What follows belongs to an exercise in optimizing a design on an open flow for small area, a short achievable clock period and few clock cycles per item; a production flow would make more cautious choices.
Function was checked by simulation only, so behaviour that the tests miss may differ from the original.
Power is estimated from default activity; no workload was simulated.

rev 12:
Design pxr_ctx_coder, start of the top module:
module pxr_ctx_coder (
    input  wire        clk,
    input  wire        rst,
    input  wire        in_valid,
    output wire        in_ready,
    input  wire        in_init,
    input  wire        in_intr,
    input  wire [15:0] in_x,
    input  wire [15:0] in_a,
    input  wire [15:0] in_b,
    input  wire [15:0] in_c,
    input  wire [15:0] in_d,
    input  wire [3:0]  cfg_delta,
    input  wire [4:0]  cfg_bits,
    input  wire [15:0] cfg_t1,
    input  wire [15:0] cfg_t2,
    input  wire [15:0] cfg_t3,
    output reg         out_valid,
    input  wire        out_ready,
    output reg  [5:0]  out_len,
    output reg  [31:0] out_code,
    output reg  [15:0] out_rec
);
Size: ~200 I/O pins.
==> flow/config.mk <==
export PLATFORM = sky130hd
export DESIGN_NAME = pxr_ctx_coder
export DESIGN_NICKNAME = pxr_ctx_coder
export VERILOG_FILES = /design/flow/design.v
export SDC_FILE = /design/flow/constraint.sdc
export NUM_CORES = 4
export LEC_CHECK = 0
export ABC_AREA = 1
export CAP_MARGIN = 20
export CORE_MARGIN = 2
export CORE_UTILIZATION = 62
export CTS_CLUSTER_DIAMETER = 80
export CTS_CLUSTER_SIZE = 24
export SLEW_MARGIN = 20
==> flow/constraint.sdc <==
create_clock -name core_clock -period 60.0 [get_ports {clk}]
set_input_delay 12.0000 -clock core_clock [delete_from_list [all_inputs] [get_ports {clk}]]
set_output_delay 12.0000 -clock core_clock [all_outputs]
set_load 0.01 [all_outputs]
standard.sh (not shown) runs the stock make flow with config.mk's settings and CLKGATE_MAP_FILE= SYNTH_SCRIPT=/design/flow/synth_recipe.tcl, a recipe that flattens the netlist after the stock synthesis.
==> flow/flow/run.sh <==
#!/bin/bash
# The standard layout, with two changes: the combinational logic of the
# standard synthesis is re-mapped by ABC from plain gates (the registers are
# left exactly as the standard synthesis made them), and the ports get plain
# buffers instead of delay cells.
set -euo pipefail
W=$(pwd)
R=$W/orfs/results/$FLOW_PLATFORM/pxr_ctx_coder/base
LIB=$FLOW_HOME/platforms/$FLOW_PLATFORM/lib/sky130_fd_sc_hd__tt_025C_1v80.lib
export BUFFER_PORTS_ARGS="-buffer_cell sky130_fd_sc_hd__buf_2"

bash standard.sh synth > synth.log 2>&1

python3 flow/libmodels.py "$LIB" models.v > libmodels.log 2>&1
cp "$R/1_2_yosys.v" std_1_2_yosys.v
sed "s#@LIB@#$LIB#g; s#@TOP@#$FLOW_TOP#g; s#@OUT@#$R/1_2_yosys.v#g" flow/resynth.ys > resynth.ys
YOSYS=$(command -v yosys || echo "$FLOW_HOME/../tools/install/yosys/bin/yosys")
"$YOSYS" -q -l resynth.log resynth.ys > /dev/null 2>&1
rm -f "$R/1_synth.odb" "$R/1_synth.sdc"

bash standard.sh finish > layout.log 2>&1
==> flow/flow/abc.script <==
&get -n
&st
&dch
&nf
&put
buffer -c
topo
stime -c
upsize -c
dnsize -c
Other scripts of this flow, unchanged in this note and not shown: flow/flow/libmodels.py, flow/flow/resynth.ys
Testbench counts of rev 12, summed over its fixed seeds: cycles 63,452, items 63,308.
> inputs changed (rev 12 -> rev 13)
--- a/flow/flow/abc.script
+++ b/flow/flow/abc.script
@@ -2,4 +2,4 @@
 &st
-&dch
-&nf
+&dch -f
+&nf -R 1000
 &put
--- a/flow/config.mk
+++ b/flow/config.mk
@@ -10,3 +10,3 @@
 export CORE_MARGIN = 2
-export CORE_UTILIZATION = 62
+export CORE_UTILIZATION = 55
 export CTS_CLUSTER_DIAMETER = 80
Results
Re ratio of cells with drive above 1 in the final layout: rev 13 is 0.16 points down on rev 12.
Rev 13 completed; timing, DRC and antenna clean
Rev 13 ended up with sky130_fd_sc_hd__edfxtp_1 as its cell with the largest stage delay on the worst path; rev 12 ended up with sky130_fd_sc_hd__dfxtp_1.
Going from rev 12 to rev 13, the number of standard cells in the final layout excluding fillers was found to have gone up by 168.
Rev 12 → rev 13: total area of multi-input combinational cells went down; final critical-path setup slack went down; switching power summed over all nets lost 3.4%.

---

== R ==
pxr_ctx_coder again, from the RTL that the note above started with.
export LEC_CHECK = 0
export ABC_AREA = 1
export CAP_MARGIN = 20
export CORE_MARGIN = 2
export CORE_UTILIZATION = 55
export CTS_CLUSTER_DIAMETER = 90
export CTS_CLUSTER_SIZE = 28
export SLEW_MARGIN = 20
create_clock -name core_clock -period 60.0 [get_ports {clk}]
==> flow/flow/abc.script <==
strash
&get -n
&fraig -x
&put
scorr
dc2
dretime
strash
&get -n
&dch -f
&nf -R 1000
&put
topo
stime -c
upsize -c
dnsize -c
Scripts as last shown in full above: flow/flow/run.sh
Other scripts of this flow, unchanged in this note and not shown: flow/flow/libmodels.py, flow/flow/resynth.ys
R ran to completion and came out clean on the timing, design-rule and antenna checks.
Testbench counts of R, summed over its fixed seeds: cycles 63,452, items 63,308.
Relative to R, the following input files were edited for T:
Settings: a change of CTS_CLUSTER_SIZE from 28 to 24; a change of CTS_CLUSTER_DIAMETER from 90 to 80.
-- flow/flow/abc.script --
<<< R, line 11
&nf -R 1000
&put
topo
stime -c
>>> T, line 11
&nf -R 1000
&put
buffer -c
topo
stime -c
Results
- | post-route non-filler standard cell count | R vs T | ≈ equal |
- Between R and T, the worst hold slack does not differ in any meaningful way.
- Initial core utilization delta (R -> T): insignificant
- For the synthesized area, T came in 1.1% higher than R did.
- In the flow results for T and R, the total die area is larger on T.
- T vs R on fraction of area in clock buffers and inverters: T is the higher one.
- Signed area change from the synthesized netlist to the final layout: lower on T

static timing again, ports no longer ideal:
How much do the figures lean on ideal ports? The routed layouts below were timed once more, with nothing changed but the port constraints. Step 1 sets driving cells, clkbuf_16 on the clock port and buf_2 on the other inputs (assumed; they add their load-dependent delay and slew). Step 2 moves the port delays by t, midway between the first and last clock arrival at a register: inputs arrive t later, outputs are due t later. That takes back most of the time a late clock gives input paths. a / b / c = no drivers / after step 1 / after step 2; a / b = the first two.
run	t, ns	setup WS [ns]	hold WS [ns]	worst setup path at the end	cell pins on the clock port's net
rev 12	0.904	46.647 / 46.558 / 46.407	0.418 / 0.418 / 0.418	input to register	1
rev 13	0.903	46.627 / 46.549 / 46.126	0.406 / 0.406 / 0.406	input to register	1
R	0.909	46.634 / 46.542 / 46.065	0.403 / 0.403 / 0.403	input to register	1
T	0.891	46.664 / 46.571 / 46.523	0.405 / 0.405 / 0.405	input to register	1
After both steps setup and hold are still met in every run listed. The setup slack of R, which loses most, moves by -0.092 ns with the drivers and by -0.569 ns with both steps.
